Background: an optimization exercise with open tools, aiming at small area, a short achievable clock period and few clock cycles. Do not read the settings as production practice.
Only simulation tests tie the RTL to the original design; equivalence was not proved.
Power is estimated from default activity; no workload was simulated.

$ cat config.mk
export PLATFORM = sky130hd
export DESIGN_NAME = adeger_core
export DESIGN_NICKNAME = adeger_core
export VERILOG_FILES = /design/flow/design.v
export SDC_FILE = /design/flow/constraint.sdc
export NUM_CORES = 4
export LEC_CHECK = 0
export CAP_MARGIN = 40
export CORE_MARGIN = 2
export CORE_UTILIZATION = 50
export PLACE_DENSITY = 0.68
export SLEW_MARGIN = 30
$ cat constraint.sdc
create_clock -name core_clock -period 12.0 [get_ports {clk}]
set_input_delay 2.4000 -clock core_clock [delete_from_list [all_inputs] [get_ports {clk}]]
set_output_delay 2.4000 -clock core_clock [all_outputs]
set_load 0.01 [all_outputs]
$ cat design.v
module adeger_core (
    input  wire        clk,
    input  wire        rst,
    input  wire        run,
    input  wire [15:0] entry,
    output wire [1:0]  state,
    output wire [3:0]  fault_cause,
    output wire [15:0] fault_pc,
    output wire [31:0] fault_word,
    output wire        imem_en,
    output wire [9:0]  imem_addr,
    input  wire [31:0] imem_rdata,
    output wire        dmem_en,
    output wire        dmem_we,
    output wire [8:0]  dmem_addr,
    output wire [47:0] dmem_wdata,
    input  wire [47:0] dmem_rdata,
    output wire        evt_valid,
    output wire [13:0] evt_code
);
    localparam [2:0] C_NONE = 3'd0, C_OPCODE = 3'd1, C_FIELD = 3'd2,
                     C_REGISTER = 3'd3, C_READONLY = 3'd4, C_ADDRESS = 3'd5,
                     C_STACK = 3'd6, C_PC_RANGE = 3'd7;
    integer i;
    reg        running, faulted;
    reg [2:0]  fcause;
    reg [47:0] w [0:15];
    reg [15:0] one;          
    reg [15:0] a [0:3];
    reg [5:0]  fl;
    reg [10:0] lr;           
    reg [10:0] stk [0:7];    
    reg [3:0]  sp;           
    reg [15:0] f_pc;         
    reg        f_v;          
    reg        e_v;
    reg [15:0] e_pc;
    reg [31:0] e_ir;         
    reg        e_fault;      
    reg [2:0]  e_cause;
    reg [47:0] e_opa, e_opb;
    reg [3:0]  e_rd;
    reg        e_ldconf;     
    reg        e_a_ld, e_b_ld;   
    reg        e_imm_sx;
    reg        e_rs_sum, e_rs_and, e_rs_or, e_rs_xor, e_rs_sh, e_rs_ldsh, e_rs_b;
    reg        e_inv, e_cin, e_sh_left, e_sh_arith;
    reg        e_setfl, e_cmp_s, e_c_add, e_c_sub, e_c_sh, e_v_en;
    reg        e_we_w, e_we_a, e_we_fl;
    reg        e_ld, e_st, e_evt, e_halt, e_call, e_ret, e_loop;
    reg        e_taken;      
    reg        e_replay;     
    reg [15:0] e_tgt;        
    reg [8:0]  e_maddr;      
    reg        ldwb;
    reg [3:0]  ld_rd;
    assign state       = {running | faulted, faulted};
    assign fault_cause = {1'b0, fcause};
    assign fault_pc    = e_pc;
    assign fault_word  = e_ir;
    wire [31:0] iw    = imem_rdata;
    wire [5:0]  d_op  = iw[31:26];
    wire [3:0]  d_rd  = iw[25:22];
    wire [3:0]  d_r1  = iw[21:18];
    wire [3:0]  d_r2  = iw[17:14];
    wire [1:0]  d_crd = iw[13:12];
    wire [1:0]  d_cr1 = iw[11:10];
    wire [1:0]  d_cr2 = iw[9:8];
    wire [7:0]  d_fn  = iw[7:0];
    wire [13:0] d_imm = iw[13:0];
    wire d_pcr  = |f_pc[15:10];
    wire d_alu  = (d_op >= 6'h04) && (d_op <= 6'h15);
    wire d_imf  = d_op[0];
    wire [3:0] d_kind = d_op[4:1];
    wire d_cmp  = d_alu && (d_kind == 4'd10);
    wire d_ldi  = (d_op == 6'h01);
    wire d_ld   = (d_op == 6'h02);
    wire d_st   = (d_op == 6'h03);
    wire d_bra  = (d_op >= 6'h16) && (d_op <= 6'h1A);
    wire d_br   = (d_op == 6'h16);
    wire d_bz   = (d_op == 6'h17);
    wire d_bnz  = (d_op == 6'h18);
    wire d_bn   = (d_op == 6'h19);
    wire d_call = (d_op == 6'h1A);
    wire d_ret  = (d_op == 6'h1B);
    wire d_loop = (d_op == 6'h1C);
    wire d_halt = (d_op == 6'h1D);
    wire d_evt  = (d_op == 6'h1E);
    wire d_nop  = (d_op == 6'h00);
    wire d_fmta = d_alu && !d_imf;
    function [2:0] check_read(input [1:0] cls, input [3:0] idx);
        begin
            if (cls == 2'd0 || (cls == 2'd3 && (idx <= 4'd4 || idx == 4'd7)))
                check_read = C_NONE;
            else
                check_read = C_REGISTER;
        end
    endfunction
    function [2:0] check_write(input [1:0] cls, input [3:0] idx);
        begin
            if (cls == 2'd0 || (cls == 2'd3 && idx <= 4'd4))
                check_write = C_NONE;
            else if (cls == 2'd3 && idx == 4'd7)
                check_write = C_READONLY;
            else
                check_write = C_REGISTER;
        end
    endfunction
    reg [2:0] d_scause;      
    always @(*) begin
        d_scause = C_NONE;
        if (d_nop || d_loop) begin
            d_scause = C_NONE;
        end else if (d_ldi) begin
            if (d_r1 != 4'd0 || d_r2 > 4'd2)
                d_scause = C_FIELD;
        end else if (d_ld || d_st) begin
            if (d_r2 != 4'd0 || iw[21:20] == 2'd3)
                d_scause = C_FIELD;
        end else if (d_alu) begin
            if (d_imf) begin
                if (d_r2 != 4'd0 || (d_cmp && d_rd != 4'd0))
                    d_scause = C_FIELD;
            end else begin
                if (d_cmp ? (d_rd != 4'd0 || d_crd != 2'd0 || d_fn[7:1] != 7'd0)
                          : (d_fn != 8'd0))
                    d_scause = C_FIELD;
                else if (check_read(d_cr1, d_r1) != C_NONE)
                    d_scause = check_read(d_cr1, d_r1);
                else if (check_read(d_cr2, d_r2) != C_NONE)
                    d_scause = check_read(d_cr2, d_r2);
                else if (!d_cmp && check_write(d_crd, d_rd) != C_NONE)
                    d_scause = check_write(d_crd, d_rd);
            end
        end else if (d_bra) begin
            if (d_rd != 4'd0)
                d_scause = C_FIELD;
        end else if (d_ret || d_halt) begin
            if (iw[25:0] != 26'd0)
                d_scause = C_FIELD;
        end else if (d_evt) begin
            if (d_rd != 4'd0 || d_r1 != 4'd0 || d_r2 != 4'd0)
                d_scause = C_FIELD;
        end else begin
            d_scause = C_OPCODE;
        end
    end
    wire [1:0]  e_an   = e_ir[19:18];
    wire [1:0]  e_mode = e_ir[21:20];
    wire        e_amod = e_v & (e_ld | e_st) & (e_mode != 2'd0);
    wire [15:0] e_ma   = a[e_an];
    wire [15:0] a_pm   = e_mode[0] ? (e_ma + 16'd1) : (e_ma - 16'd1);
    reg  [15:0] a_fwd [0:3];
    always @(*) begin
        for (i = 0; i < 4; i = i + 1)
            a_fwd[i] = (e_amod && e_an == i) ? a_pm : a[i];
    end
    wire [1:0]  d_an   = iw[19:18];
    wire [15:0] d_ma   = a_fwd[d_an];
    wire [9:0]  d_lo   = {1'b0, d_ma[8:0]} + {1'b0, iw[8:0]};
    wire [6:0]  h_x    = d_ma[15:9] ^ {2'b00, iw[13:9]};
    wire [6:0]  h_o    = d_ma[15:9] | {2'b00, iw[13:9]};
    wire        h_z0   = ~|(h_x ^ {h_o[5:0], 1'b0});
    wire        h_z1   = ~|(h_x ^ {h_o[5:0], 1'b1});
    wire        d_addr_f = d_lo[9] ? ~h_z1 : ~h_z0;
    wire d_stk_f = (d_call & sp[3]) | (d_ret & (sp == 4'd0));
    wire [2:0] d_cause = d_pcr                  ? C_PC_RANGE :
                         (d_scause != C_NONE)   ? d_scause :
                         ((d_ld | d_st) & d_addr_f) ? C_ADDRESS :
                         d_stk_f                ? C_STACK : C_NONE;
    wire d_k_add = d_alu && d_kind == 4'd2;
    wire d_k_sub = d_alu && d_kind == 4'd3;
    wire d_k_sh  = d_alu && (d_kind == 4'd7 || d_kind == 4'd8 || d_kind == 4'd9);
    wire d_cmpp  = d_cmp && !d_imf && d_fn[0];
    wire d_dst_s = d_fmta && d_crd == 2'd3;           
    wire d_dst_fl = d_dst_s && d_rd == 4'd4;
    wire d_ldish = d_ldi && d_r2 == 4'd2;
    wire d_we_w  = (d_alu && !d_cmp && !d_dst_s) || d_ldi || d_loop;
    wire d_we_a  = d_alu && !d_cmp && d_dst_s && !d_rd[2];
    wire [3:0] d_ra     = d_alu ? d_r1 : d_rd;
    wire [3:0] d_rb     = d_r2;
    wire       d_a_w    = (d_alu && (d_imf || d_cr1 == 2'd0)) || d_ldish || d_loop || d_st;
    wire       d_a_s    = d_fmta && d_cr1 == 2'd3;
    wire       d_b_w    = d_fmta && d_cr2 == 2'd0;
    wire       d_b_s    = d_fmta && d_cr2 == 2'd3;
    wire       d_b_i    = (d_alu && d_imf) || d_ldi;
    wire       d_imm_sx = (d_imf && (d_k_add || d_k_sub || d_cmp)) || (d_ldi && d_r2 == 4'd0);
    wire [47:0] opa = e_opa;
    wire [47:0] opb = e_opb;
    wire [13:0] e_imm = e_ir[13:0];
    wire [47:0] bx   = opb ^ {48{e_inv}};
    wire [49:0] sum2 = {1'b0, opa, 1'b1} + {1'b0, bx, e_cin};
    wire [47:0] sum  = sum2[48:1];
    wire        cout = sum2[49];
    wire        vflag = (opa[47] == bx[47]) && (sum[47] != opa[47]);
    wire [47:0] ax = opa ^ bx;
    wire [47:0] ao = opa | bx;
    wire        sum_z   = ~|(ax ^ {ao[46:0], e_cin});
    wire        sum_one = (ax[0] ^ e_cin) & ~|(ax[47:1] ^ {ao[46:1], opa[0] & bx[0]});
    function [47:0] rev48(input [47:0] x);
        integer k;
        begin
            for (k = 0; k < 48; k = k + 1)
                rev48[k] = x[47 - k];
        end
    endfunction
    wire [5:0]   sh    = opb[5:0];
    wire [47:0]  shx   = e_sh_left ? rev48(opa) : opa;
    wire [112:0] sht   = {64'd0, shx, 1'b0} >> sh;
    wire [47:0]  shr   = sht[48:1];
    wire         shc   = sht[0];
    wire         sfill = e_sh_arith & opa[47] & sh[5] & sh[4];
    wire [47:0]  shres = (e_sh_left ? rev48(shr) : shr) | {48{sfill}};
    wire [47:0] res_ns = ({48{e_rs_and}}  & (opa & opb))
                       | ({48{e_rs_or}}   & (opa | opb))
                       | ({48{e_rs_xor}}  & (opa ^ opb))
                       | ({48{e_rs_sh}}   & shres)
                       | ({48{e_rs_ldsh}} & {opa[33:0], e_imm})
                       | ({48{e_rs_b}}    & opb);
    wire [47:0] result = res_ns | ({48{e_rs_sum}} & sum);
    wire fz = e_rs_sum ? sum_z : (res_ns == 48'd0);
    wire fn = e_cmp_s ? (sum[47] ^ vflag) : result[47];
    wire fc = (e_c_add & cout) | (e_c_sub & ~cout) | (e_c_sh & shc);
    wire fv = e_v_en & vflag;
    wire r_one = e_rs_sum ? sum_one : (res_ns == 48'd1);
    wire ld_one = (dmem_rdata == 48'd1);
    wire [5:0] fl_fwd = (e_v & e_we_fl) ? result[5:0] :
                        (e_v & e_setfl) ? {fl[5:4], fv, fc, fn, fz} : fl;
    wire stall  = e_v & ldwb & e_ldconf;
    wire exec   = e_v & ~stall;
    wire commit = exec & ~e_fault & ~e_replay;
    wire fault  = exec & e_fault & ~e_replay;
    wire redirect = exec & e_taken & (e_replay | ~e_fault);
    wire ending = fault | (commit & e_halt);
    wire [15:0] f_pc_inc = f_pc + 16'd1;
    wire [15:0] fetch = redirect ? e_tgt : (stall | ~f_v) ? f_pc : f_pc_inc;
    assign imem_en    = running;
    assign imem_addr  = fetch[9:0];
    assign dmem_en    = commit & (e_ld | e_st);
    assign dmem_we    = commit & e_st;
    assign dmem_addr  = e_maddr;
    assign dmem_wdata = e_opa;
    assign evt_valid  = commit & e_evt;
    assign evt_code   = e_imm;
    function [15:0] onehot16(input [3:0] x);
        begin
            onehot16 = 16'd0;
            onehot16[x] = 1'b1;
        end
    endfunction
    wire [15:0] ra_oh = onehot16(d_ra);
    wire [15:0] rb_oh = onehot16(d_rb);
    reg  [47:0] rf_a, rf_b;
    reg         one_a;
    always @(*) begin
        rf_a = 48'd0;
        rf_b = 48'd0;
        one_a = 1'b0;
        for (i = 0; i < 16; i = i + 1) begin
            rf_a = rf_a | ({48{ra_oh[i]}} & w[i]);
            rf_b = rf_b | ({48{rb_oh[i]}} & w[i]);
            one_a = one_a | (ra_oh[i] & one[i]);
        end
    end
    wire e_wr   = e_v & e_we_w;
    wire fa_e   = d_a_w & e_wr & (e_rd == d_ra);
    wire fa_l   = d_a_w & ldwb & (ld_rd == d_ra) & ~fa_e;
    wire fa_r   = d_a_w & ~fa_e & ~fa_l;
    wire fb_e   = d_b_w & e_wr & (e_rd == d_rb);
    wire fb_l   = d_b_w & ldwb & (ld_rd == d_rb) & ~fb_e;
    wire fb_r   = d_b_w & ~fb_e & ~fb_l;
    wire [3:0]  sa_idx = d_r1;
    wire [3:0]  sb_idx = d_r2;
    wire        sa_fl  = d_a_s & (sa_idx == 4'd4);
    wire        sb_fl  = d_b_s & (sb_idx == 4'd4);
    wire [15:0] sa_val = ~sa_idx[2] ? a_fwd[sa_idx[1:0]] : {5'd0, lr};
    wire [15:0] sb_val = ~sb_idx[2] ? a_fwd[sb_idx[1:0]] : {5'd0, lr};
    wire        sa_o   = d_a_s & ~sa_fl;
    wire        sb_o   = d_b_s & ~sb_fl;
    wire [47:0] d_immx = {{34{d_imm_sx & d_imm[13]}}, d_imm};
    wire [47:0] opa_d = ({48{fa_r}} & rf_a)
                      | ({48{fa_e}} & result)
                      | ({48{fa_l}} & dmem_rdata)
                      | ({48{sa_o}} & {32'd0, sa_val})
                      | ({48{sa_fl}} & {42'd0, fl_fwd});
    wire [47:0] opb_d = ({48{fb_r}} & rf_b)
                      | ({48{fb_e}} & result)
                      | ({48{fb_l}} & dmem_rdata)
                      | ({48{sb_o}} & {32'd0, sb_val})
                      | ({48{sb_fl}} & {42'd0, fl_fwd})
                      | ({48{d_b_i}} & d_immx);
    wire is1 = fa_e ? r_one : fa_l ? ld_one : one_a;
    wire [1:0] e_wa   = e_rd[1:0];
    wire d_ahaz = e_v & e_we_a & (((d_ld | d_st) & (d_an == e_wa)) |
                                  (d_a_s & ~d_r1[2] & (d_r1[1:0] == e_wa)) |
                                  (d_b_s & ~d_r2[2] & (d_r2[1:0] == e_wa)));
    wire d_taken = d_ahaz | d_br | d_call | d_ret |
                   (d_bz & fl_fwd[0]) | (d_bnz & ~fl_fwd[0]) | (d_bn & fl_fwd[1]) |
                   (d_loop & ~is1);
    wire [15:0] d_tgt = d_ahaz ? f_pc : d_ret ? {5'd0, lr} : (f_pc + iw[15:0]);
    wire d_end = f_v & d_halt & (d_cause == C_NONE) & ~redirect;
    wire        we_e  = commit & e_we_w;
    wire [3:0]  wsel  = ldwb ? ld_rd : e_rd;
    wire [47:0] wdata = rst ? 48'd0 : (ldwb ? dmem_rdata : result);
    wire        wone  = ~rst & (ldwb ? ld_one : r_one);
    always @(posedge clk) begin
        for (i = 0; i < 16; i = i + 1)
            if (rst || ((ldwb || we_e) && wsel == i)) begin
                w[i]   <= wdata;
                one[i] <= wone;
            end
    end
    always @(posedge clk) begin
        for (i = 0; i < 4; i = i + 1)
            if (rst)
                a[i] <= 16'd0;
            else if (commit && e_amod && e_an == i)
                a[i] <= a_pm;
            else if (commit && e_we_a && e_rd[1:0] == i)
                a[i] <= result[15:0];
    end
    always @(posedge clk) begin
        if (rst)
            fl <= 6'd0;
        else if (commit && e_we_fl)
            fl <= result[5:0];
        else if (commit && e_setfl)
            fl <= {fl[5:4], fv, fc, fn, fz};
    end
    wire [10:0] e_pc_inc = e_pc[10:0] + 11'd1;
    wire [10:0] lr_below = (sp[3:1] == 3'd0) ? 11'd0 : stk[sp[2:0] - 3'd2];
    always @(posedge clk) begin
        if (commit && e_call)
            stk[sp[2:0] - 3'd1] <= lr;
        if (rst)
            lr <= 11'd0;
        else if (!running && run)
            lr <= 11'd0;
        else if (commit && e_call)
            lr <= e_pc_inc;
        else if (commit && e_ret)
            lr <= lr_below;
    end
    wire load_e = running & ~stall & ~ending;
    always @(posedge clk) begin
        if (rst) begin
            running <= 1'b0;
            faulted <= 1'b0;
            sp      <= 4'd0;
            f_v     <= 1'b0;
            e_v     <= 1'b0;
            ldwb    <= 1'b0;
        end else if (!running) begin
            if (run) begin
                running <= 1'b1;
                faulted <= 1'b0;
                sp      <= 4'd0;
                f_pc    <= entry;
                f_v     <= 1'b0;
                e_v     <= 1'b0;
            end
            ldwb <= 1'b0;
        end else begin
            f_pc <= fetch;
            f_v  <= ~ending;
            ldwb <= commit & e_ld;
            if (commit & e_ld)
                ld_rd <= e_rd;
            if (commit & e_call)
                sp <= sp + 4'd1;
            else if (commit & e_ret)
                sp <= sp - 4'd1;
            if (fault) begin
                faulted <= 1'b1;
                fcause  <= e_cause;
            end
            if (load_e)
                e_v <= f_v & ~redirect;
            if (ending || (load_e && d_end)) begin
                running <= 1'b0;
                e_v     <= 1'b0;
            end
        end
    end
    always @(posedge clk) begin
        if (load_e) begin
            e_opa   <= opa_d;
            e_opb   <= opb_d;
            e_taken <= d_taken;
        end else if (stall) begin
            if (e_a_ld)
                e_opa <= dmem_rdata;
            if (e_b_ld)
                e_opb <= dmem_rdata;
            if (e_loop && e_a_ld)
                e_taken <= ~ld_one;
        end
    end
    always @(posedge clk) begin
        if (load_e) begin
            e_pc       <= f_pc;
            e_ir       <= d_pcr ? 32'd0 : iw;
            e_cause    <= d_cause;
            e_fault    <= d_cause != C_NONE;
            e_rd       <= d_rd;
            e_a_ld     <= d_a_w && d_ra == e_rd;
            e_b_ld     <= d_b_w && d_rb == e_rd;
            e_ldconf   <= e_ld && (d_we_w || (d_a_w && d_ra == e_rd) ||
                                   (d_b_w && d_rb == e_rd));
            e_imm_sx   <= d_imm_sx;
            e_rs_sum   <= d_k_add || d_k_sub || d_cmp || d_loop;
            e_rs_and   <= d_alu && d_kind == 4'd4;
            e_rs_or    <= d_alu && d_kind == 4'd5;
            e_rs_xor   <= d_alu && d_kind == 4'd6;
            e_rs_sh    <= d_k_sh;
            e_rs_ldsh  <= d_ldish;
            e_rs_b     <= d_ldi && !d_ldish;
            e_inv      <= d_k_sub || d_cmp || d_loop;
            e_cin      <= d_k_sub || d_cmp;
            e_sh_left  <= d_alu && d_kind == 4'd7;
            e_sh_arith <= d_alu && d_kind == 4'd9;
            e_setfl    <= d_alu && !d_dst_fl;
            e_cmp_s    <= d_cmp && !d_cmpp;
            e_c_add    <= d_k_add;
            e_c_sub    <= d_k_sub || (d_cmp && !d_cmpp);
            e_c_sh     <= d_k_sh;
            e_v_en     <= d_k_add || d_k_sub;
            e_we_w     <= d_we_w;
            e_we_a     <= d_we_a;
            e_we_fl    <= d_alu && !d_cmp && d_dst_fl;
            e_ld       <= d_ld;
            e_st       <= d_st;
            e_evt      <= d_evt;
            e_halt     <= d_halt;
            e_call     <= d_call;
            e_ret      <= d_ret;
            e_loop     <= d_loop;
            e_tgt      <= d_tgt;
            e_replay   <= d_ahaz;
            e_maddr    <= d_lo[8:0];
        end
    end
endmodule
$ cat flow/run.sh
#!/bin/bash
# The standard layout with its constraints, with these changes to how it is
# made: timing repair aims further below the clock period (setup margin) and
# works on the worst 5% of the endpoints below that margin, the resizer may
# swap a cell for one of another footprint, and the port buffers are buf_2
# cells.
set -o pipefail
bash standard.sh SETUP_SLACK_MARGIN=7 TNS_END_PERCENT=5 MATCH_CELL_FOOTPRINT=0 \
    'BUFFER_PORTS_ARGS=-buffer_cell sky130_fd_sc_hd__buf_2' finish > standard.log 2>&1
$ cat standard.sh
#!/bin/bash
# synth_recipe.tcl (not shown) runs the flow's synth.tcl, then flattens the netlist and writes it again
# the make line also repeats each setting of config.mk as NAME=value (left out here)
make -C /OpenROAD-flow-scripts/flow DESIGN_CONFIG=/design/flow/config.mk WORK_HOME=/design/flow/orfs CLKGATE_MAP_FILE= SYNTH_SCRIPT=/design/flow/synth_recipe.tcl "${@:-finish}"
==> summary.txt, run 1 <==
Die
  • Horizontal die dimension: ~380 µm
  • Effective utilization at floorplan: 0.502
  • Core area: 137000 µm²
  • Die span in y: about 380 µm
  • Row cnt: 136
  • Number of top-level pins: 238
  • Die area: 141000 µm²

Logic synthesis
  • Area of the mapped netlist: approximately 69000 µm²
  • Synthesized flop and latch total: 1193
  • Most frequently used flop master after synthesis: edfxtp_1
  • Number of enable-type register cells in the synthesized netlist: 1103
  • Dominant cell by count in the synthesized netlist: edfxtp_1
  • Cells after Synth: slightly above 6000
  • Post-Syn Nets: 6495
  • Cells taking the most area after synthesis: edfxtp_1 48%, a22oi_1 4.7%, ha_1 4.6%
  • Share of the yosys chip area belonging to registers: 0.507
  • Synth area leader: edfxtp_1
  • Yosys warning count: 4
  • Share of async-settable or async-resettable flops after synthesis: 0
  • Proportion of netlist area held by the largest area contributor: 0.481
  • Ranking of synthesized cells by instance count: 1103 x edfxtp_1, 449 x nand2_1, 430 x a22oi_1
  • Avg Cell Area, Syn: 11.2 µm²
  • Cell variety after synth: 91

Placement
  • Area post-placement: 73000 µm²
  • Placer congestion estimate: 1.11
  • Detailed-placement wirelength estimate: 207000 µm
  • Count of buffers from port buffering: between 200 and 250

Layout
  • Net count reported at finish: 6788
  • Number of inserted filler cells in the final layout: approximately 11000
  • Layout cells sized above 1: 0.195
  • Area delta synth->final: 17.5%
  • Final non-filler cell area: 80900 µm²

Power and ir drop
  • Peak supply drop: 140 µV
  • Final Total Pwr: 11.9 mW
  • Leakage power: roughly 30 nW
  • Power per cell area: between 100 and 150 nW/µm²

Timing
  • Final max-slew violation count: 0
  • Clock skew: 0.115 ns
  • Final hold violation count: 0
  • Highest Clock Rate: about 0.18 GHz
  • Worst relative slew slack: 0.278
  • Setup repair after global routing missed its margin: yes
  • Final worst path period need: between 5 and 6 ns
  • Setup-failing EPs final: 0
  • Final worst-path cycle share: 0.451
  • Transition time of the tightest slew-check pin: 1.08 ns
  • Fin Setup TNS: 0 ns

Drt
  • Number of DRC violations after detailed routing: 0
  • Number of nets still failing antenna checks after routing: 0
  • Total iterations of the first detailed-routing run: 14
  • Overall via count from detail_route: 65700
  • Routed length per placed instance: 40.3 µm
  • Drt first-iter violations: 14500
  • Routed WL: 337000 µm
  • Via count normalized by instance count: 7.87

Worst setup path
  • Highest fanout seen on the critical path: 29
  • Endpoint required time on the critical path: 12.51 ns
  • Classification of the worst setup path: input port to flop
  • Critical Path Source Type: input port
  • CP endpoint kind: flop
  • Worst reg2reg path endpoint: w[8][0]
  • Launch point of the worst reg-to-reg path: e_opb[1]
  • Reg-to-reg setup timing slack: 6.70 ns
  • Arrival time reported for the critical path endpoint: 5.93 ns
  • Worst R2R Path Depth: 14

CTS
  • Clock slew at the register clock pins of the worst setup and hold paths: about 0.070 ns
  • Clock insertion delay at the later pin of the skew report: 0.83 ns
  • Maximum clock path buffer count: 3
  • Number of sinks handled by clock tree synthesis: 1193
  • H-tree levels: 3
  • TritonCTS Buffers: 120
  • Clock Root Buffer: clkbuf_16
  • TritonCTS clock tree: built

Hold path
  • HP Start: e_cause[0]
  • Worst min-delay path class: flop to flop
  • Worst Hold End: fcause[0]
  • WHS Path Cells: 0

Global routing
  • Number of global-route vias before repair: 61000
  • Global-route total usage across every layer: 0.463
  • Sum of overflow across all layers after global routing: 0
  • Largest net degree at the start of global routing: 79
  • Wire length of the first global-routing pass: ~460000 µm
  • Antenna violations before repair: 42

Job
  • Maximum capacitance violations: 0

Status
  • Result of the run: finished clean
-- power breakdown --
group	leakage [nW]	internal, mW	total [mW]	switching (mW)
Sequential	11.7	4.97	5.23	0.265
Clock	2.06	2.33	4.07	1.74
Combinational	15.8	0.824	2.61	1.79
-- metrics by stage --
stage                util  setup slack (ns)  hold WS, ns  instances
detailed placement  0.532              4.83        0.411       7925
finish              0.590              6.58        0.433       8358
floorplan               -              6.02        0.400       6138
global placement    0.528              4.81        0.411       7881
global route        0.590              6.68        0.452       8338
CTS                 0.586              6.83        0.432       8304
-- registers in the layout, indices dropped and copies added (netlist names), 11 cells and up --
name and cells:
w 768, e_opb 48, a 64, stk 88
e_pc 16, e_opa 48, e_ir 32, e_tgt 16
f_pc 16, lr 11, one 16
-- placed cells by master (no fill, tap or decap), types with 53 or more instances in the layout --
cell type / synthesis / routed
nand2_1: 449 / 431
nor3_1: 74 / 64
nor4_1: 64 / 53
nand4_1: 137 / 137
inv_1: 216 / 207
a22oi_1: 430 / 428
nand3_1: 114 / 109
mux2i_1: 114 / 107
ha_1: 252 / 241
buf_2: 5 / 233
a22o_1: 210 / 210
dfxtp_1: 90 / 88
buf_4: 20 / 275
a21oi_1: 231 / 208
o21ai_0: 210 / 182
xor2_1: 104 / 99
mux4_2: 84 / 84
xnor2_1: 121 / 108
a222oi_1: 102 / 102
a31oi_1: 62 / 55
a21o_1: 73 / 72
a221oi_1: 265 / 243
edfxtp_1: 1103 / 1103
clkbuf_16: 0 / 149
nor2_1: 378 / 334
-- critical path, stage by stage --
cell and delay (ns):
buf_4 0.28, inv_2 0.13, ha_4 0.23, buf_4 0.16, nor2_1 0.18, a21oi_4 0.09, nor2b_4 0.56, buf_4 0.68
a22oi_1 0.16, nand4_1 0.15, o21ai_0 0.13, nand2_1 0.17, a221oi_1 0.06, nor2_1 0.47
-- cell type report --
type / instances / area [µm²] / area share
well taps: 1794 / 2240 / 0.0277
clock buffers: 151 / 3260 / 0.0403
diodes: 26 / 65.1 / 0.000804
repair buffers: 647 / 5700 / 0.0704
flip-flops and latches: 1193 / 34900 / 0.432
multi-input cells: 4247 / 32900 / 0.406
inverters: 222 / 867 / 0.0107
clock inverters: 78 / 1000 / 0.0124
-- worst max path at each step --
stage	startpoint	end	slack (ns)	depth (start not counted)
2_1_floorplan	e_v	one[9]	6.02	9
3_3_place_gp	imem_rdata[14]	e_opb[9]	4.81	14
3_5_place_dp	imem_rdata[27]	e_taken	4.83	16
4_1_cts	e_opb[1]	w[11][35]	6.83	17
5_1_grt	e_ir[18]	e_fault	6.68	21
6_report	imem_rdata[14]	e_opb[15]	6.58	14
-- metal layers --
metal | wire, µm | GRT usage | vias to the layer above | share of wire
met4 | 34600 | 0.344 | 38 | 0.10
met3 | 60600 | 0.233 | 2289 | 0.18
met2 | 132000 | 0.637 | 7101 | 0.39
li1 | - | - | 25100 | -
met5 | 843 | 0.0367 | - | 0.0025
met1 | 108000 | 0.549 | 31200 | 0.32
-- logic make-up after synthesis --
logic type / count (synthesis) / share of synthesized area
DFF: 1193 / 0.507
muxes: 270 / 0.0558
other: 1 / 0.0000544
xor gates and xnor gates: 225 / 0.0286
adders and majority gates: 258 / 0.0475
and+or+nand+nor: 1459 / 0.100
buffers and inverters: 705 / 0.0405
AOI/OAI and AO/OA: 2027 / 0.220
-- repair_timing --
| action | in CTS | in global routing |
|---|---|---|
| gates resized for setup | 317 | 70 |
| pin swaps | 65 | 31 |
| setup endpoints to repair | 829 | 638 |
| setup buffers | 118 | 14 |
| endpoints found under the hold margin | 0 | 0 |
| hold buffers | 0 | 0 |
| cloned | 32 | 1 |
Testbench counts, summed over its fixed seeds: cycles 199,151.
==> inputs of run 2 (changes only) <==
--- a/config.mk
+++ b/config.mk
@@ -7,6 +7,6 @@
 export LEC_CHECK = 0
-export CAP_MARGIN = 40
+export CAP_MARGIN = 30
 export CORE_MARGIN = 2
-export CORE_UTILIZATION = 50
-export PLACE_DENSITY = 0.68
-export SLEW_MARGIN = 30
+export CORE_UTILIZATION = 55
+export PLACE_DENSITY = 0.72
+export SLEW_MARGIN = 25
==> run 2 against run 1 <==
  * Synthesized cell count unchanged
  * Non-clock buffer count fell by 41
  * Critical endpoint is now w[2][0]
  * Highest routed layer unchanged
  * Largest power group unchanged
  * Count of clock-buffer cells in the layout shrank 8
  * Flip-flop and latch count unchanged
  * Critical path depth down 1
  * First-iteration DRC count fell by 3.5%
  * Total power fell by 2.7%
==> summary.txt, run 2 <==
Timing
  • Setup-failing EPs final: 0 (unchanged)
  • Final hold violation count: 0 (unchanged)
  • Final max-slew violation count: 0 (unchanged)
  • Final-layout worst hold slack: 0.439 ns (+0.00598 ns)
  • Highest Clock Rate: 0.181 GHz (-1.9%)
  • Fin Setup TNS: 0 ns (unchanged)
  • Final worst path period need: 5.52 ns (+0.102 ns)
  • Transition time of the tightest slew-check pin: 1.16 ns (+0.0760 ns)
  • Min setup slack post-route: 6.48 ns (-0.102 ns)
  • Final worst-path cycle share: 0.460 (+0.00852)
  • Worst relative slew slack: 0.223 (-0.0542)
  • Setup repair after global routing missed its margin: yes
  • Clock skew: 0.0712 ns (-0.0434 ns)

Layout
  • Net count reported at finish: 6749 (-0.57%)
  • Layout Cells excl Fill: 8142 (-2.6%)
  • Top library cells by usage in the layout, fill and taps aside: 1103 x edfxtp_1, 437 x nand2_1, 424 x a22oi_1
  • Number of inserted filler cells in the final layout: 9330 (-15%)
  • Final non-filler cell area: 79900 µm² (-1.3%)
  • Number of flip-flops under the largest register name: 768 (unchanged)
  • Layout cells sized above 1: 0.187 (-0.00823)
  • Area delta synth->final: 16.0%
  • Multi-input gate area in the final layout: 32900 µm² (+0.12%)
  • Sequential cell area: 34900 µm² (about the same)
  • Final Util: 0.644 (+0.0543)
  • Commonest non-fill, non-tap cell in the layout: edfxtp_1
  • Most flops, register: w

Logic synthesis
  • Cells after Synth: 6138 (unchanged)
  • Synthesized flop and latch total: 1193 (unchanged)
  • Yosys warning count: 4 (unchanged)
  • Area of the mapped netlist: 68900 µm² (unchanged)
  • Share of async-settable or async-resettable flops after synthesis: 0 (unchanged)
  • Avg Cell Area, Syn: 11.2 µm² (unchanged)
  • Synth area leader: edfxtp_1
  • Proportion of netlist area held by the largest area contributor: 0.481 (unchanged)
  • Ranking of synthesized cells by instance count: 1103 x edfxtp_1, 449 x nand2_1, 430 x a22oi_1
  • Dominant cell by count in the synthesized netlist: edfxtp_1
  • Cell variety after synth: 91 (unchanged)
  • Most frequently used flop master after synthesis: edfxtp_1
  • Cells taking the most area after synthesis: edfxtp_1 48%, a22oi_1 4.7%, ha_1 4.6%
  • Number of enable-type register cells in the synthesized netlist: 1103 (unchanged)
  • Post-Syn Nets: 6495 (unchanged)
  • Share of the yosys chip area belonging to registers: 0.507 (unchanged)

Power and ir drop
  • Leakage power: 29.1 nW (-1.5%)
  • Power per cell area: 145 nW/µm² (-1.4%)
  • Peak supply drop: 189 µV (+35%)
  • Final Total Pwr: 11.6 mW (-2.7%)

CTS
  • Clock insertion delay at the later pin of the skew report: 0.81 ns (-0.02 ns)
  • TritonCTS Buffers: 118 (-1.7%)
  • Clock slew at the register clock pins of the worst setup and hold paths: 0.07 ns (about the same)
  • Number of sinks handled by clock tree synthesis: 1193 (unchanged)
  • Clock Root Buffer: clkbuf_16
  • Hold buffer count at cts: 0 (unchanged)
  • TritonCTS clock tree: built
  • H-tree levels: 3 (unchanged)
  • Maximum clock path buffer count: 3 (unchanged)

Hold path
  • Worst min-delay path class: flop to flop
  • WHS Path Cells: 0 (unchanged)
  • HP Start: e_cause[0]

Drt
  • Drt first-iter violations: 14000 (-3.5%)
  • Via count normalized by instance count: 7.91 (+0.61%)
  • Routed WL: 323000 µm (-4.0%)
  • Number of DRC violations after detailed routing: 0 (unchanged)
  • Overall via count from detail_route: 64400 (-2.0%)
  • Total iterations of the first detailed-routing run: 13 (-1)
  • Number of nets still failing antenna checks after routing: 0 (unchanged)
  • Routed length per placed instance: 39.7 µm (-1.4%)

Placement
  • Count of buffers from port buffering: 236 (unchanged)
  • Placer congestion estimate: 1.08 (-2.6%)
  • Area post-placement: 72300 µm² (-0.95%)
  • Setup slack after placement: 4.89 ns (+0.0603 ns)
  • Post-placement cell count: 7724 (-2.5%)
  • Detailed-placement wirelength estimate: 198000 µm (-4.5%)

Worst setup path
  • Classification of the worst setup path: flop to flop
  • Launch point of the worst reg-to-reg path: e_opb[2]
  • Critical Path Source Type: flop
  • Worst R2R Path Depth: 13 (-1)
  • Endpoint required time on the critical path: 12.43 ns (-0.08 ns)
  • CP Launch Point: e_opb[2]
  • Highest fanout seen on the critical path: 30 (+3.4%)
  • Arrival time reported for the critical path endpoint: 5.95 ns (+0.02 ns)
  • CP endpoint kind: flop

Global routing
  • Global-route total usage across every layer: 0.489 (+0.0267)
  • Largest net degree at the start of global routing: 73 (-7.6%)
  • Sum of overflow across all layers after global routing: 0 (unchanged)
  • Wire length of the first global-routing pass: 446000 µm (-3.8%)
  • Number of global-route vias before repair: 60000 (-1.8%)
  • Antenna violations before repair: 35 (-17%)

Status
  • Result of the run: finished clean

Die
  • Die area: 128000 µm² (-9.0%)
  • Effective utilization at floorplan: 0.556 (+0.0534)
  • Horizontal die dimension: 358 µm (-4.6%)
  • Die span in y: 358 µm (-4.6%)
  • Row cnt: 129 (-5.1%)
  • Core area: 124000 µm² (-9.6%)
  • Number of top-level pins: 238 (unchanged)

Job
  • Maximum capacitance violations: 0 (unchanged)
## run 2: path summary, 6_finish.rpt
| check | end | slack, ns |
|---|---|---|
| setup / recovery | w[2][0] | 6.48 |
| hold / removal | fcause[0] | 0.44 |
| setup reg to reg | w[2][0] | 6.48 |
| hold reg to reg | fcause[0] | 0.44 |
## run 2: power by group
part,total (mW),leakage [nW],internal (mW),switching [mW]
logic,2.56,15.5,0.800,1.76
registers,5.21,11.7,4.97,0.246
clock network,3.82,1.91,2.12,1.70
total,11.6,29.1,7.89,3.70
## run 2: cell type report
cell class              instances  area share
flip-flops and latches       1193       0.437
multi-input cells            4251       0.412
repair buffers                606      0.0645
clock buffers                 143      0.0381
well taps                    1637      0.0256
clock inverters                79      0.0113
inverters                     222      0.0109
diodes                         11    0.000345
## run 2: layer usage
metal,track usage,vias up,wire length (µm)
met5,0.00333,-,406
met4,0.340,50,30200
met3,0.228,1989,56700
met2,0.684,6734,130000
met1,0.599,30600,106000
li1,-,25000,-
## run 2: what timing repair did
item                                    4_1_cts  5_1_grt
setup buffers                               138        1
resized for setup                           343       36
cloned                                       32        1
endpoints found under the setup margin      759      688
pin swaps                                    75       12
## run 2: logic make-up (layout without fill, tap and decap cells)
| group | after synthesis | after routing | share of synthesized area |
|---|---|---|---|
| other | 1 | 12 | 0.0000544 |
| multiplexers | 270 | 270 | 0.0558 |
| adder cells (fa/ha/maj) | 258 | 258 | 0.0475 |
| AO/OA/AOI/OAI | 2027 | 2027 | 0.220 |
| flip-flops | 1193 | 1193 | 0.507 |
| XOR/XNOR | 225 | 226 | 0.0286 |
| AND/OR/NAND/NOR | 1459 | 1469 | 0.100 |
| buffers and inverters | 705 | 1050 | 0.0405 |
## run 2: critical path: stages (launching register included)
cell and delay, ns:
edfxtp_1 0.37, buf_6 0.29, inv_1 0.07, buf_4 0.27, nand2_2 0.46, o22ai_1 0.18, a221oi_1 0.61, o22ai_1 0.27
nor3_1 0.25, a211oi_1 0.13, a2111oi_4 0.62, nand2_1 0.65, mux2i_1 0.67, nor2_2 0.27
==> inputs of run 3 (changes only) <==
==> flow/run.sh (replaced) <==
#!/bin/bash
# The standard layout with its constraints, with these changes to how it is
# made: timing repair aims further below the clock period (setup margin) and
# works on the worst 10% of the endpoints below that margin, the resizer may
# swap a cell for one of another footprint, and the port buffers are buf_2
# cells.
set -o pipefail
bash standard.sh SETUP_SLACK_MARGIN=7.25 TNS_END_PERCENT=10 MATCH_CELL_FOOTPRINT=0 \
    'BUFFER_PORTS_ARGS=-buffer_cell sky130_fd_sc_hd__buf_2' finish > standard.log 2>&1
--- a/config.mk
+++ b/config.mk
@@ -7,3 +7,3 @@
 export LEC_CHECK = 0
-export CAP_MARGIN = 30
+export CAP_MARGIN = 40
 export CORE_MARGIN = 2
@@ -11,2 +11,2 @@
 export PLACE_DENSITY = 0.72
-export SLEW_MARGIN = 25
+export SLEW_MARGIN = 30
==> run 3 against run 2 <==
  * Still clean
  * Setup slack better by 0.024 ns
  * Clock skew down 0.010 ns
  * Synthesized area unchanged
  * Total power up 3.5%
  * Synthesized cell count unchanged
  * Highest routed layer unchanged
==> summary.txt, run 3 <==
Logic synthesis
  • Synth area leader: edfxtp_1
  • Dominant combinational cell family by area after synthesis: compound AO/OA/AOI/OAI gates
  • Simple-gate share of the synthesized area: 0.100 (unchanged)
  • Proportion of netlist area held by the largest area contributor: 0.481 (unchanged)
  • Dominant cell by count in the synthesized netlist: edfxtp_1
  • Most frequently used flop master after synthesis: edfxtp_1
  • Cells taking the most area after synthesis: edfxtp_1 48%, a22oi_1 4.7%, ha_1 4.6%
  • Number of enable-type register cells in the synthesized netlist: 1103 (unchanged)
  • Multiplexer share of the synthesized area: 0.0558 (unchanged)
  • Avg Cell Area, Syn: 11.2 µm² (unchanged)
  • Synthesized flop and latch total: 1193 (unchanged)
  • Yosys warning count: 4 (unchanged)
  • Cell variety after synth: 91 (unchanged)
  • Share of the yosys chip area belonging to registers: 0.507 (unchanged)
  • Post-Syn Nets: 6495 (unchanged)
  • Share of async-settable or async-resettable flops after synthesis: 0 (unchanged)
  • Xor-xnor portion of the synthesized cell area: 0.0286 (unchanged)
  • Compound-gate portion of the synthesized area: 0.220 (unchanged)
  • Synthesized-area fraction occupied by adder cells: 0.0475 (unchanged)
  • Area of the mapped netlist: 68900 µm² (unchanged)
  • Cells after Synth: 6138 (unchanged)
  • Ranking of synthesized cells by instance count: 1103 x edfxtp_1, 449 x nand2_1, 430 x a22oi_1

Die
  • Number of top-level pins: 238 (unchanged)
  • Effective utilization at floorplan: 0.556 (unchanged)
  • Horizontal die dimension: 358 µm (unchanged)
  • Core area: 124000 µm² (unchanged)
  • Die area: 128000 µm² (unchanged)
  • Die span in y: 358 µm (unchanged)
  • Row cnt: 129 (unchanged)

Drt
  • Number of nets still failing antenna checks after routing: 0 (unchanged)
  • Routed WL: 343000 µm (+6.2%)
  • Via count normalized by instance count: 8.09 (+2.2%)
  • Overall via count from detail_route: 67800 (+5.2%)
  • Routed length per placed instance: 41.0 µm (+3.2%)
  • Total iterations of the first detailed-routing run: 17 (+4)
  • Number of DRC violations after detailed routing: 0 (unchanged)
  • Drt first-iter violations: 16700 (+19%)

Layout
  • Top library cells by usage in the layout, fill and taps aside: 1103 x edfxtp_1, 432 x nand2_1, 400 x a22oi_1
  • Commonest non-fill, non-tap cell in the layout: edfxtp_1
  • Final non-filler cell area: 84200 µm² (+5.4%)
  • Final Util: 0.679 (+0.0347)
  • Number of flip-flops under the largest register name: 768 (unchanged)
  • Net count reported at finish: 6974 (+3.3%)
  • Most flops, register: w
  • Area delta synth->final: 22.2%
  • Layout cells sized above 1: 0.239 (+0.0524)

Placement
  • Placer congestion estimate: 1.08 (unchanged)
  • Area post-placement: 72900 µm² (+0.75%)
  • Setup slack after placement: 4.89 ns (-0.00204 ns)
  • Detailed-placement wirelength estimate: 202000 µm (+2.0%)
  • Count of buffers from port buffering: 236 (unchanged)

CTS
  • Clock Root Buffer: clkbuf_16
  • Clock slew at the register clock pins of the worst setup and hold paths: 0.07 ns (about the same)
  • Maximum clock path buffer count: 3 (unchanged)
  • TritonCTS Buffers: 118 (unchanged)
  • Hold buffer count at cts: 0 (unchanged)
  • Number of sinks handled by clock tree synthesis: 1193 (unchanged)
  • TritonCTS clock tree: built
  • H-tree levels: 3 (unchanged)
  • Clock insertion delay at the later pin of the skew report: 0.81 ns (about the same)

Timing
  • Clock skew: 0.0607 ns (-0.0105 ns)
  • Final worst path period need: 5.49 ns (-0.0236 ns)
  • Fin Setup TNS: 0 ns (unchanged)
  • Transition time of the tightest slew-check pin: 1.08 ns (-0.0837 ns)
  • Setup-failing EPs final: 0 (unchanged)
  • Worst relative slew slack: 0.276 (+0.0527)
  • Highest Clock Rate: 0.182 GHz (+0.43%)
  • Final worst-path cycle share: 0.458 (-0.00196)
  • Min setup slack post-route: 6.51 ns (+0.0236 ns)
  • Final max-slew violation count: 0 (unchanged)
  • Final-layout worst hold slack: 0.441 ns (+0.00137 ns)
  • Final hold violation count: 0 (unchanged)
  • Setup repair after global routing missed its margin: yes

Power and ir drop
  • Leakage power: 31.0 nW (+6.4%)
  • Peak supply drop: 150 µV (-21%)
  • Power per cell area: 143 nW/µm² (-1.8%)

Global routing
  • Wire length of the first global-routing pass: 466000 µm (+4.6%)
  • Antenna violations before repair: 32 (-8.6%)
  • Global-route total usage across every layer: 0.513 (+0.0235)
  • Largest net degree at the start of global routing: 73 (unchanged)
  • Sum of overflow across all layers after global routing: 0 (unchanged)
  • Number of global-route vias before repair: 62300 (+3.9%)

Worst setup path
  • Highest fanout seen on the critical path: 7 (-77%)
  • CP endpoint kind: flop
  • Arrival time reported for the critical path endpoint: 5.98 ns (+0.03 ns)
  • Reg-to-reg setup timing slack: 6.80 ns (+0.32 ns)
  • Critical Path Source Type: input port
  • Endpoint required time on the critical path: 12.49 ns (+0.06 ns)
  • Classification of the worst setup path: input port to flop

Status
  • Result of the run: finished clean

Hold path
  • Worst min-delay path class: flop to flop

Job
  • Maximum capacitance violations: 0 (unchanged)
## run 3: cell counts after synthesis
No cell type changed its count.
## run 3: layout make-up
cell class | count | area, µm²
Inverter | 222 | 882
Clock buffer | 140 | 3070
Tap cell | 1637 | 2050
Sequential cell | 1193 | 34900
Timing Repair Buffer | 830 | 8090
Antenna cell | 26 | 65.1
Fill cell | 8743 | 39800
Clock inverter | 81 | 1020
Multi-Input combinational cell | 4252 | 34100
## run 3: path summary, 6_finish.rpt
| kind | from | endpoint | depth (start not counted) |
|---|---|---|---|
| setup / recovery | imem_rdata[28] | e_opa[1] | 15 |
| hold / removal | e_cause[0] | fcause[0] | 0 |
| setup reg to reg | e_inv | w[15][32] | 19 |
| hold reg to reg | e_cause[0] | fcause[0] | 0 |
## run 3: timing repair
| action | CTS | global route |
|---|---|---|
| cloned | 60 | 6 |
| buffers inserted | 221 | 64 |
| pin swaps | 174 | 79 |
| setup endpoints to repair | 837 | 688 |
| gates resized for setup | 606 | 123 |
## run 3: layer usage
layer	GRT usage	routed length, µm
met1	0.611	108000
met3	0.259	63900
met2	0.705	134000
met5	0.0356	736
met4	0.381	36500
## run 3: cell families after synthesis
group | after synthesis
compound gates | 2027
fa+ha+maj | 258
flops | 1193
xor+xnor | 225
other cells | 1
buf+inv | 705
simple gates | 1459
mux | 270
## run 3: worst max-delay path, stage by stage
cell and delay [ns]:
buf_12 0.11, a21o_1 0.19, a211o_4 0.38, mux2_4 0.36, inv_4 0.09, ha_4 0.18
xnor2_4 0.14, buf_6 0.18, and3_4 0.18, buf_12 0.15, buf_4 0.17, a221oi_1 0.26
nand4_1 0.17, o221ai_1 0.79, a31oi_1 0.20
## run 3: through the flow
stage / total power [mW] / instances
after global routing: 12.1 / 8359
after CTS: 11.6 / 8264
after floorplan: 6.48 / 6138
after global placement: 7.40 / 7715
after detailed placement: 7.44 / 7762
final: 12.0 / 8381
## run 3: where the power goes
group          internal, mW  leakage [nW]  total (mW)  switching (mW)
Clock                  2.23          1.95        3.98            1.75
Combinational         0.919          17.3        2.79            1.87
Sequential             4.97          11.7        5.23           0.262
==> inputs of run 4 (changes only) <==
==> flow/run.sh (replaced) <==
#!/bin/bash
# The standard layout with its constraints, with these changes to how it is
# made: timing repair aims further below the clock period (setup margin) and
# works on the worst 20% of the endpoints below that margin, the resizer may
# swap a cell for one of another footprint, and the port buffers are buf_2
# cells.
set -o pipefail
bash standard.sh SETUP_SLACK_MARGIN=7 TNS_END_PERCENT=20 MATCH_CELL_FOOTPRINT=0 \
    'BUFFER_PORTS_ARGS=-buffer_cell sky130_fd_sc_hd__buf_2' finish > standard.log 2>&1
==> run 4 against run 3 <==
  * Synthesized cell count stayed put
  * Sequential share of layout area is 1.2 points higher
  * Synthesized area stayed put
  * Largest power group unchanged
==> summary.txt, run 4 <==
Status
  • Result of the run: finished clean

Die
  • Row cnt: 129 (unchanged)
  • Effective utilization at floorplan: 0.556 (unchanged)
  • Die span in y: 358 µm (unchanged)
  • Number of top-level pins: 238 (unchanged)
  • Horizontal die dimension: 358 µm (unchanged)
  • Core area: 124000 µm² (unchanged)
  • Die area: 128000 µm² (unchanged)

Global routing
  • Global-route total usage across every layer: 0.485 (-0.0277)
  • Sum of overflow across all layers after global routing: 0 (unchanged)
  • Antenna violations before repair: 28 (-13%)
  • Largest net degree at the start of global routing: 73 (unchanged)
  • Wire length of the first global-routing pass: 443000 µm (-5.0%)
  • Number of global-route vias before repair: 60000 (-3.6%)

Logic synthesis
  • Share of the yosys chip area belonging to registers: 0.507 (unchanged)
  • Area of the mapped netlist: 68900 µm² (unchanged)
  • Most frequently used flop master after synthesis: edfxtp_1
  • Synth area leader: edfxtp_1
  • Synthesized flop and latch total: 1193 (unchanged)
  • Share of async-settable or async-resettable flops after synthesis: 0 (unchanged)
  • Dominant cell by count in the synthesized netlist: edfxtp_1
  • Cell variety after synth: 91 (unchanged)
  • Cells after Synth: 6138 (unchanged)
  • Proportion of netlist area held by the largest area contributor: 0.481 (unchanged)
  • Yosys warning count: 4 (unchanged)
  • Post-Syn Nets: 6495 (unchanged)
  • Avg Cell Area, Syn: 11.2 µm² (unchanged)
  • Ranking of synthesized cells by instance count: 1103 x edfxtp_1, 449 x nand2_1, 430 x a22oi_1
  • Cells taking the most area after synthesis: edfxtp_1 48%, a22oi_1 4.7%, ha_1 4.6%
  • Number of enable-type register cells in the synthesized netlist: 1103 (unchanged)

Placement
  • Setup slack after placement: 4.89 ns (unchanged)
  • Placer congestion estimate: 1.08 (unchanged)
  • Count of buffers from port buffering: 236 (unchanged)
  • Detailed-placement wirelength estimate: 202000 µm (unchanged)
  • Post-placement cell count: 7762 (unchanged)
  • Area post-placement: 72900 µm² (unchanged)

Timing
  • Min setup slack post-route: 6.64 ns (+0.130 ns)
  • Final max-slew violation count: 0 (unchanged)
  • Transition time of the tightest slew-check pin: 1.11 ns (+0.0379 ns)
  • Final worst-path cycle share: 0.447 (-0.0109)
  • Worst relative slew slack: 0.257 (-0.0187)
  • Final hold violation count: 0 (unchanged)
  • Highest Clock Rate: 0.186 GHz (+2.4%)
  • Clock skew: 0.0530 ns (-0.00772 ns)
  • Setup-failing EPs final: 0 (unchanged)
  • Setup repair after global routing missed its margin: yes
  • Fin Setup TNS: 0 ns (unchanged)
  • Final worst path period need: 5.36 ns (-0.130 ns)

CTS
  • Clock slew at the register clock pins of the worst setup and hold paths: 0.07 ns (about the same)
  • TritonCTS clock tree: built
  • Maximum clock path buffer count: 3 (unchanged)
  • Number of sinks handled by clock tree synthesis: 1193 (unchanged)
  • H-tree levels: 3 (unchanged)
  • Clock Root Buffer: clkbuf_16
  • Hold buffer count at cts: 0 (unchanged)
  • TritonCTS Buffers: 118 (unchanged)
  • Clock insertion delay at the later pin of the skew report: 0.80 ns (about the same)

Layout
  • Commonest non-fill, non-tap cell in the layout: edfxtp_1
  • Net count reported at finish: 6851 (-1.8%)
  • Most flops, register: w
  • Final non-filler cell area: 81900 µm² (-2.7%)
  • Layout cells sized above 1: 0.210 (-0.0289)
  • Layout Cells excl Fill: 8253 (-1.5%)
  • Final Util: 0.661 (-0.0186)
  • Area delta synth->final: 18.9%
  • Number of inserted filler cells in the final layout: 9138 (+4.5%)
  • Number of flip-flops under the largest register name: 768 (unchanged)
  • Top library cells by usage in the layout, fill and taps aside: 1103 x edfxtp_1, 438 x nand2_1, 421 x a22oi_1

Power and ir drop
  • Switching power of the nets: 3.76 mW (-3.3%)
  • Peak supply drop: 149 µV (-0.52%)
  • Leakage power: 30.0 nW (-3.2%)
  • Part of the power in registers: 0.442 (+0.006)
  • Int Power: 8.05 mW (-0.78%)
  • Part of the total power dissipated in combinational logic: 0.223 (-0.010)
  • Sw Share: 0.318 (-0.00552)
  • Share of total power in the clock network: 0.334 (+0.003)
  • Power per cell area: 144 nW/µm² (+1.2%)

Hold path
  • Worst min-delay path class: flop to flop
  • HP Start: e_cause[0]
  • WHS Path Cells: 0 (unchanged)

Job
  • Maximum capacitance violations: 0 (unchanged)

Worst setup path
  • Classification of the worst setup path: input port to flop
  • Worst R2R Path Depth: 14 (-5)
  • Endpoint required time on the critical path: 12.53 ns (+0.04 ns)
  • Critical Path Source Type: input port
  • Arrival time reported for the critical path endpoint: 5.89 ns (-0.09 ns)
  • CP endpoint kind: flop
  • Launch point of the worst reg-to-reg path: e_opa[11]
  • Reg-to-reg setup timing slack: 6.68 ns (-0.12 ns)
  • Highest fanout seen on the critical path: 6 (-1)
  • CP Launch Point: imem_rdata[28]

Drt
  • Drt first-iter violations: 15400 (-7.8%)
  • Number of nets still failing antenna checks after routing: 0 (unchanged)
  • Number of DRC violations after detailed routing: 0 (unchanged)
  • Routed WL: 327000 µm (-4.8%)
  • Routed length per placed instance: 39.6 µm (-3.3%)
  • Overall via count from detail_route: 65900 (-2.9%)
  • Total iterations of the first detailed-routing run: 14 (-3)
  • Via count normalized by instance count: 7.98 (-1.4%)
## run 4: cell counts after synthesis
No cell type changed its count.
## run 4: kinds of logic (layout without fill, tap and decap cells)
family,count (synthesis),in the layout,synth area share
flops,1193,1193,0.507
fa+ha+maj,258,258,0.0475
buf+inv,705,1155,0.0405
xor+xnor,225,225,0.0286
mux,270,270,0.0558
compound gates,2027,2027,0.220
simple gates,1459,1466,0.100
other cells,1,22,0.0000544
## run 4: path summary, 6_finish.rpt
kind | to
max | e_opa[2]
min | fcause[0]
max reg2reg | w[0][20]
min reg2reg | fcause[0]
## run 4: power by group through the flow
stage                     Clock (mW)  Combinational [mW]  Sequential, mW
after floorplan                    0                1.27            5.21
after global placement             0                2.13            5.27
after detailed placement           0                2.17            5.27
after CTS                       3.92                2.35            5.19
after global routing            4.09                2.66            5.23
final                           3.95                2.64            5.22
## run 4: area by class of cell
type                       instances  area, µm²  area share
antenna                           21       52.6    0.000642
clock buffer                     140       3070      0.0375
clock inverter                    81       1020      0.0124
inverter                         222        877      0.0107
multi-input combinational       4247      33300       0.407
sequential                      1193      34900       0.427
tap                             1637       2050      0.0250
timing repair buffer             712       6570      0.0803
## run 4: stage by stage
| step | power [mW] | hold slack [ns] |
|---|---|---|
| after detailed placement | 7.44 | 0.421 |
| after global routing | 12.0 | 0.445 |
| after global placement | 7.40 | 0.408 |
| final | 11.8 | 0.448 |
| after floorplan | 6.48 | 0.400 |
| after CTS | 11.5 | 0.440 |
## run 4: critical path, cell delays in order
cell and delay, ns:
buf_12 0.11, a21o_1 0.19, a211o_4 0.38, buf_6 0.14
mux2i_4 0.18, buf_6 0.18, xnor2_4 0.35, buf_4 0.19
nor4_2 0.04, clkbuf_8 0.23, buf_4 0.22, a221oi_2 0.24
nand4_1 0.30, o211ai_1 0.31, a21oi_1 0.15, a211o_1 0.26
## run 4: layer usage
layer / vias to the layer above / share of wire / GRT usage
li1: 25300 / - / -
met1: 31300 / 0.33 / 0.599
met2: 7141 / 0.40 / 0.677
met3: 2104 / 0.18 / 0.225
met4: 36 / 0.091 / 0.326
met5: - / 0.0011 / 0.00259
## run 4: repair_timing
action / CTS / global route
endpoints found under the setup margin: 687 / 553
gates resized for setup: 381 / 146
setup buffers: 109 / 80
gates cloned: 27 / 13
pin swaps: 86 / 74

separate check: timing with driven ports:
In the flow no input, the clock included, has a driving cell. The finished layouts below were timed again as built, in two steps.
Step 1 sets driving cells, clkbuf_16 on the clock port and buf_2 on the other inputs (assumed; they add their load-dependent delay and slew).
Step 2 moves the port delays by t, midway between the first and last clock arrival at a register: inputs arrive t later, outputs are due t later. That takes back most of the time a late clock gives input paths.
Slacks: ideal / step 1 / step 2; pairs: ideal / step 1.
| run | t (ns) | setup WS [ns] | worst data-port slew with drivers (ns) |
|---|---|---|---|
| run 1 | 0.856 | 6.585 / 6.507 / 5.652 | 0.24 |
| run 2 | 0.859 | 6.483 / 6.442 / 5.583 | 0.21 |
| run 3 | 0.863 | 6.506 / 6.499 / 5.636 | 0.24 |
| run 4 | 0.851 | 6.637 / 6.618 / 5.767 | 0.24 |
After both steps every run listed still meets setup and hold. The setup slack of run 1, which loses most, moves by -0.078 ns with the drivers and by -0.933 ns with both steps.
